Source: an optimization exercise on an open RTL-to-GDS flow (aim: small area). Production flows keep margins and buffers that such runs may drop. In this exercise RTL edits were held to simulation tests only and were not proved equivalent to the original. Power and IR drop assume default switching activity.

==> inputs of run a <==
## lh8_sched_port
module lh8_sched_port (
    input  wire        clk,
    input  wire        rst,
    input  wire        tick,         
    input  wire        slot,         
    input  wire [7:0]  q_valid,      
    input  wire [7:0]  q_more,       
    input  wire [7:0]  cls_ok,       
    input  wire [55:0] hd_vlen,      
    input  wire [7:0]  hd_first,     
    input  wire [7:0]  hd_last,      
    input  wire        cfg_we,
    input  wire [1:0]  cfg_addr,     
    input  wire [31:0] cfg_wdata,
    input  wire        rd_en,
    input  wire [3:0]  rd_sel,
    output wire        deq_valid,
    output wire [2:0]  deq_tc,
    output reg         apply_ack,
    output reg         apply_bad,
    output reg  [31:0] rd_data
);
    reg        sc_en, sc_tokrst, sc_unit;
    reg [17:0] sc_rate;
    reg [7:0]  sb_ovh;
    reg [15:0] sb_burst;
    reg [31:0] dwrr_w;
    wire [31:0] stg_cfg   = {sc_en, sc_tokrst, sc_unit, 11'd0, sc_rate};
    wire [31:0] stg_burst = {sb_ovh, 8'd0, sb_burst};
    wire       wr_apply = cfg_we && (cfg_addr == 2'd2);
    wire [3:0] ap_idx   = cfg_wdata[3:0];
    wire       rate_le;     
    lh8_add #(18) u_rle (.a(18'd200000), .b(~sc_rate), .ci(1'b1), .s(), .co(rate_le));
    wire       ap_ok    = (sc_rate != 18'd0) && rate_le &&
                          (ap_idx <= 4'd8) &&
                          !((ap_idx == 4'd6 || ap_idx == 4'd7) && sc_en);
    wire        wr_cfg   = cfg_we && (cfg_addr == 2'd0);
    wire        wr_burst = cfg_we && (cfg_addr == 2'd1);
    wire        wr_dwrr  = cfg_we && (cfg_addr == 2'd3);
    wire [20:0] cfg_d    = rst ? {3'b000, 18'd200000} :
                                 {cfg_wdata[31:29], cfg_wdata[17:0]};
  ...
==> module lh8_shaper, before the edit <==
module lh8_shaper #(
    parameter        RST_EN    = 1'b0,
    parameter        RST_UNIT  = 1'b0,
    parameter [4:0]  RST_RQ    = 5'd25,
    parameter [6:0]  RST_RRH   = 7'd0,
    parameter [5:0]  RST_RRL   = 6'd0,
    parameter [15:0] RST_BURST = 16'h0100,
    parameter        NO_EN     = 1'b0,     
    parameter        LOCAL_CHG = 1'b1      
) (
    input  wire        clk,
    input  wire        rst,
    input  wire        tick,
    input  wire        apply,
    input  wire        ld_en,
    input  wire        ld_unit,
    input  wire [4:0]  ld_rq,
    input  wire [6:0]  ld_rrh,
    input  wire [5:0]  ld_rrl,
    input  wire [7:0]  ld_ovh,
    input  wire [15:0] ld_burst,
    input  wire [25:0] ld_tb,        
    input  wire        chg_en,
    input  wire [7:0]  chg_bytes,
    input  wire [25:0] ext_tb,       
    input  wire        ext_und,      
    output wire [25:0] t_out,        
    output wire [16:0] units_out,
    output wire        en,
    output reg         unit,
    output reg  [7:0]  ovh,
    output reg  [25:0] tb,
    output wire        permit
);
    reg        en_r;
    reg [4:0]  rq;
    reg [6:0]  rrh;
    reg [5:0]  rrl;
    reg [15:0] burst;
    reg [6:0]  trh;
    reg [5:0]  trl;
    wire [16:0] units = {burst == 16'd0, burst};
    wire [5:0] sl;
    wire       c6;
    lh8_add #(6) u_rl (.a(trl), .b(rrl & {6{tick}}), .ci(1'b0), .s(sl), .co(c6));
    wire [6:0] h;
    wire       h7;
    lh8_add #(7) u_rh (.a(trh), .b(rrh & {7{tick}}), .ci(c6), .s(h), .co(h7));
    wire [6:0] hp3;
    wire       hp3c;
    lh8_add #(7) u_r3 (.a(h), .b(7'd3), .ci(1'b0), .s(hp3), .co(hp3c));
    wire       c   = h7 | hp3c;               
    wire [6:0] nh  = c ? hp3 : h;
    wire [25:0] s1;
    lh8_add #(26) u_s1 (.a(tb), .b({21'd0, rq & {5{tick}}}), .ci(c), .s(s1), .co());
    wire        ovf = (s1[25:8] == {1'b0, units});
    wire [7:0]  t_l = ovf ? 8'd0 : s1[7:0];
    wire [6:0]  t_rh = ovf ? 7'd0 : nh;
    wire [5:0]  t_rl = ovf ? 6'd0 : sl;
    assign t_out     = {s1[25:8], t_l};
    assign units_out = units;
    wire [25:0] c_tb;
    wire        c_und;
    generate
        if (LOCAL_CHG) begin : g_lc
            lh8_chg u_chg (.t(t_out), .units(units), .b(chg_bytes & {8{chg_en}}),
                           .nt(c_tb), .und(c_und));
        end else begin : g_xc
            assign c_tb  = chg_en ? ext_tb : t_out;
            assign c_und = chg_en && ext_und;
        end
    endgenerate
    wire [25:0] nb  = c_tb;
    wire [6:0]  nrh = c_und ? 7'd0 : t_rh;
    wire [5:0]  nrl = c_und ? 6'd0 : t_rl;
    assign en     = NO_EN ? 1'b0 : en_r;
    assign permit = !en || !tb[25];
    wire [43:0] p_rst = {RST_EN, RST_UNIT, RST_RQ, RST_RRH, RST_RRL, 8'd0, RST_BURST};
    wire [43:0] p_ld  = {ld_en, ld_unit, ld_rq, ld_rrh, ld_rrl, ld_ovh, ld_burst};
    wire [43:0] p_d   = rst ? p_rst : p_ld;
    always @(posedge clk) begin
        if (rst || apply) {en_r, unit, rq, rrh, rrl, ovh, burst} <= p_d;
    end
    always @(posedge clk) begin
        if (rst) begin
            tb  <= {2'b00, RST_BURST, 8'd0};
            trh <= 7'd0;
            trl <= 6'd0;
        end else if (apply) begin
            tb  <= ld_tb;
            trh <= 7'd0;
            trl <= 6'd0;
        end else begin
            tb  <= nb;
            trh <= nrh;
            trl <= nrl;
        end
    end
endmodule
export LEC_CHECK = 0
export CAP_MARGIN = 20
export CORE_MARGIN = 2
export CORE_UTILIZATION = 50
export CTS_CLUSTER_DIAMETER = 50
export CTS_CLUSTER_SIZE = 30
export SLEW_MARGIN = 20
create_clock -name core_clock -period 36.0 [get_ports {clk}]
standard.sh (not shown) runs the stock make flow with config.mk's settings and CLKGATE_MAP_FILE= SYNTH_SCRIPT=/design/flow/synth_recipe.tcl, a recipe that flattens the netlist after the stock synthesis.
==> flow/flow/run.sh <==
#!/bin/bash
# The standard layout (standard.sh: standard synthesis, floorplan, place,
# CTS, route, finish), with one change: the buffer that placement puts on
# each input and output port is the smallest buffer cell, buf_1, instead of
# the cell buffer_ports picks on its own. make's full output goes to
# flow_make.log in this folder; ORFS's per-step logs are under orfs/logs/.
set -euo pipefail
bash standard.sh "BUFFER_PORTS_ARGS=-buffer_cell sky130_fd_sc_hd__buf_1" finish > flow_make.log 2>&1
==> run b (differences from run a) <==
--- a/flow/design.v
+++ b/flow/design.v
@@ -123,16 +123,8 @@
     end
+    wire        load  = rst || apply;
+    wire [25:0] tb_ld = rst ? {2'b00, RST_BURST, 8'd0} : ld_tb;
     always @(posedge clk) begin
-        if (rst) begin
-            tb  <= {2'b00, RST_BURST, 8'd0};
-            trh <= 7'd0;
-            trl <= 6'd0;
-        end else if (apply) begin
-            tb  <= ld_tb;
-            trh <= 7'd0;
-            trl <= 6'd0;
-        end else begin
-            tb  <= nb;
-            trh <= nrh;
-            trl <= nrl;
-        end
+        tb  <= load ? tb_ld : nb;
+        trh <= nrh & {7{!load}};
+        trl <= nrl & {6{!load}};
     end
- CTS_CLUSTER_DIAMETER: 50 -> 100
- CTS_CLUSTER_SIZE: 30 -> 28
==> run c (differences from run a) <==
==> flow/run.sh (new file) <==
#!/bin/bash
# synth_recipe.tcl (not shown) runs the flow's synth.tcl, then flattens the netlist and writes it again
# the make line also repeats each setting of config.mk as NAME=value (left out here)
make -C /OpenROAD-flow-scripts/flow DESIGN_CONFIG=/design/flow/config.mk WORK_HOME=/design/flow/orfs CLKGATE_MAP_FILE= SYNTH_SCRIPT=/design/flow/synth_recipe.tcl finish
- CORE_UTILIZATION: 50 -> 40
- CTS_CLUSTER_DIAMETER: 50 -> default
- CTS_CLUSTER_SIZE: 30 -> default
removed: flow/flow/run.sh
removed: flow/standard.sh
==> impl_metrics.prom <==
# TYPE chip_impl_metric gauge
chip_impl_metric{name="met3_wirelength",unit="mm"} 43.1
chip_impl_metric{name="fmaxAchievable",unit="GHz"} 0.0313
chip_impl_metric{name="net_switching_share_of_the_total_power",unit="%"} 36.6
chip_impl_metric{name="synthDominantCellAreaShare",unit="%"} 37.0
chip_impl_metric{name="post_synthesis_xor_xnor_area_fraction",unit="%"} 3.13
chip_impl_metric{name="clkCellAreaFrac",unit="%"} 6.96
chip_impl_metric{name="clock_net_power",unit="mW"} 1.41
chip_impl_metric{name="clock-skew-final",unit="ns"} 0.0394
chip_impl_metric{name="timing.final.ws_setup",unit="ns"} 4.00
chip_impl_info{name="outcome",value="timing/DRC/antenna clean"} 1
chip_impl_metric{name="synth_fp_nets",unit=""} 6080
chip_impl_metric{name="timing.final.crit_share",unit="%"} 88.9
chip_impl_metric{name="clock_tree.htree_level_count",unit=""} 4
chip_impl_metric{name="multi_input_area_share",unit="%"} 42.1
chip_impl_metric{name="clk_pin_slew_worst_paths",unit="ns"} 0.07
chip_impl_metric{name="worst_margin_pin_slew",unit="ns"} 1.37
chip_impl_metric{name="gr-usage-met2",unit="%"} 60.8
-- figures above: run a

==> impl_metrics.prom <==
# TYPE chip_impl_metric gauge
chip_impl_metric{name="synthDominantCellAreaShare",unit="%"} 37.8
chip_impl_metric{name="timing.final.ws_setup",unit="ns"} 4.11
chip_impl_metric{name="timing.final.crit_share",unit="%"} 88.6
chip_impl_metric{name="post_synthesis_xor_xnor_area_fraction",unit="%"} 3.20
chip_impl_metric{name="gr-usage-met2",unit="%"} 56.0
chip_impl_metric{name="multi_input_area_share",unit="%"} 42.9
chip_impl_metric{name="clkCellAreaFrac",unit="%"} 2.62
chip_impl_info{name="outcome",value="timing/DRC/antenna clean"} 1
chip_impl_metric{name="clock-skew-final",unit="ns"} 0.0611
chip_impl_metric{name="met3_wirelength",unit="mm"} 29.7
chip_impl_metric{name="clk_pin_slew_worst_paths",unit="ns"} 0.11
chip_impl_metric{name="clock_net_power",unit="mW"} 0.738
-- figures above: run b

==> impl_metrics.prom <==
# TYPE chip_impl_metric gauge
chip_impl_metric{name="timing.final.ws_setup",unit="ns"} 4.53
chip_impl_metric{name="clock-skew-final",unit="ns"} 0.105
chip_impl_metric{name="met3_wirelength",unit="mm"} 42.7
chip_impl_metric{name="synthDominantCellAreaShare",unit="%"} 37.0
chip_impl_metric{name="post_synthesis_xor_xnor_area_fraction",unit="%"} 3.13
chip_impl_metric{name="fmaxAchievable",unit="GHz"} 0.0318
chip_impl_metric{name="clock_net_power",unit="mW"} 1.37
chip_impl_metric{name="worst_margin_pin_slew",unit="ns"} 1.21
chip_impl_info{name="outcome",value="timing/DRC/antenna clean"} 1
-- figures above: run c


==> trial 62 <==
Another version of the RTL of lh8_sched_port (not shown whole).
make LEC_CHECK=0 CAP_MARGIN=20 CORE_MARGIN=2 CORE_UTILIZATION=40 SLEW_MARGIN=20 finish   # period 36.0 ns
run.sh (not shown) runs the stock make flow with config.mk's settings and CLKGATE_MAP_FILE= SYNTH_SCRIPT=/design/flow/synth_recipe.tcl, a recipe that flattens the netlist after the stock synthesis.
Stock flow here: none of the scripts above is used.
==> build 20: changes against trial 62 <==
ABC_AREA = 1   (was not set)
CAP_MARGIN = 0   (was 20)
CORE_UTILIZATION = 65   (was 40)
CTS_BUF_LIST = sky130_fd_sc_hd__clkbuf_4   (was not set)
CTS_CLUSTER_SIZE = 40   (was not set)
SLEW_MARGIN = 0   (was 20)
==> comparison table <==
Outcome: build 20 failed layout checks; trial 62 timing/DRC/antenna clean
Reasons for failing layout checks: build 20 capacitance limit, slew limit; trial 62 -
Power attributed to the clock group: build 20 1.08 mW; trial 62 1.31 mW
Required time at the worst-slack endpoint: build 20 37.06 ns; trial 62 36.73 ns
Filler Cells Inserted: build 20 7765; trial 62 15.0k
Switching power: build 20 2.75 mW; trial 62 2.05 mW
Final std cell area, no fill: build 20 69700 sq um; trial 62 70900 sq um
Wire length of the first global-routing pass: build 20 344 mm; trial 62 363 mm
Count of routing violations after the opening detailed-route iteration: build 20 7750; trial 62 6792
Area of placed instances: build 20 66200 sq um; trial 62 66700 sq um
Maximum number of pins on one net before global-route repair: build 20 113; trial 62 86
Plain + repair buffers: build 20 281; trial 62 325
Layout Cells excl Fill: build 20 9714; trial 62 8801
Net count, final: build 20 9111; trial 62 7508
Gate count of the mapped netlist: build 20 8027; trial 62 6648

==> inputs of maple <==
RTL: one of the versions met above, not the one the previous note started from.
==> flow/config.mk <==
export PLATFORM = sky130hd
export DESIGN_NAME = lh8_sched_port
export DESIGN_NICKNAME = lh8_sched_port
export VERILOG_FILES = /design/flow/design.v
export SDC_FILE = /design/flow/constraint.sdc
export NUM_CORES = 4
export LEC_CHECK = 0
export CAP_MARGIN = 10
export CORE_MARGIN = 2
export CORE_UTILIZATION = 50
export CTS_CLUSTER_DIAMETER = 100
export CTS_CLUSTER_SIZE = 22
export SLEW_MARGIN = 10
==> flow/constraint.sdc <==
create_clock -name core_clock -period 36.0 [get_ports {clk}]
set_input_delay 7.2000 -clock core_clock [delete_from_list [all_inputs] [get_ports {clk}]]
set_output_delay 7.2000 -clock core_clock [all_outputs]
set_load 0.01 [all_outputs]
standard.sh (not shown) runs the stock make flow with config.mk's settings and CLKGATE_MAP_FILE= SYNTH_SCRIPT=/design/flow/synth_recipe.tcl, a recipe that flattens the netlist after the stock synthesis.
==> flow/flow/run.sh <==
#!/bin/bash
# The standard layout (standard.sh: standard synthesis, floorplan, place,
# CTS, route, finish), with one change: the buffer that placement puts on
# each input and output port is the smallest buffer cell, buf_1, instead of
# the cell buffer_ports picks on its own. make's full output goes to
# flow_make.log in this folder; ORFS's per-step logs are under orfs/logs/.
set -euo pipefail
bash standard.sh "BUFFER_PORTS_ARGS=-buffer_cell sky130_fd_sc_hd__buf_1" finish > flow_make.log 2>&1
==> inputs of amber, as changes to maple <==
- CAP_MARGIN: 10 -> 20
- CTS_CLUSTER_DIAMETER: 100 -> 80
- CTS_CLUSTER_SIZE: 22 -> 20
- SLEW_MARGIN: 10 -> 20
==> results.txt <==
Worst reg2reg endpoint: amber g_sh[5].u_sh.trh[1]; maple g_sh[5].u_sh.trh[3]
Total of plain and repair buffers excluding clock buffers: amber 297; maple 295
Sw Ratio: amber 0.3687; maple 0.3726
DR WL met2: amber 96680 um; maple 96820 um
Met2 routing resource usage after global routing: amber 0.5533; maple 0.5553
Run status: amber finished clean; maple finished clean
Via/cell ratio: amber 6.671; maple 6.673
Post-route clock period utilization: amber 0.8897; maple 0.8828
Slowest Stage Delay on Critical Path: amber 750 ps; maple 770 ps
Design Area, Final: amber 62380 um2; maple 61980 um2
Antenna Cells: amber 4; maple 11
Worst setup path endpoint: amber g_sh[5].u_sh.trh[1]; maple g_sh[5].u_sh.trh[3]
First-pass GRT wire length: amber 324900 um; maple 323800 um
Metal-1 WL: amber 92470 um; maple 92540 um
Int Power: amber 0.002374 W; maple 0.002304 W
Power share of the sequential group: amber 0.440; maple 0.451
Clock network contribution to total cell area: amber 0.03330; maple 0.02766
Total design power: amber 0.003761 W; maple 0.003673 W
FF-to-FF setup slack: amber 11020 ps; maple 11180 ps
Critical hold path startpoint: amber g_sh[3].u_sh.trl[0]; maple g_sh[8].u_sh.trl[0]
Worst hold slack: amber 578.9 ps; maple 585.0 ps

## port drivers added, routing unchanged
No port has a modelled driver above. Below, the same layouts with a new extraction and two added sets of constraints.
Step 1: set_driving_cell puts a clkbuf_16 on clk and a buf_2 on each other input, an assumption about the parent block.
Step 2, shift: input delay + t, output delay - t, t = (earliest + latest rising clock arrival at the registers) / 2. This alone moves slack from input paths to output paths.
a / b / c = ideal / step 1 / step 2; a / b = the first two.
run | t (ns) | slack for setup (ns) | hold WS [ns] | pins driven straight from the clock port
run a | 0.863 | 4.002 / 4.057 / 3.194 | 0.560 / 0.560 / 0.560 | 1
run b | 0.803 | 4.109 / 4.165 / 3.362 | 0.587 / 0.587 / 0.587 | 1
run c | 0.846 | 4.535 / 4.585 / 3.739 | 0.558 / 0.558 / 0.558 | 1
trial 62 | 0.850 | 7.729 / 7.753 / 6.903 | 0.452 / 0.452 / 0.452 | 1
build 20 | 1.297 | 8.567 / 8.400 / 7.103 | 0.459 / 0.459 / 0.459 | 1
maple | 0.827 | 4.221 / 4.277 / 3.451 | 0.585 / 0.585 / 0.585 | 1
amber | 0.756 | 3.971 / 4.028 / 3.272 | 0.579 / 0.579 / 0.579 | 1
The setup slack of build 20, which loses most, moves by -0.167 ns with the drivers and by -1.464 ns with both steps.
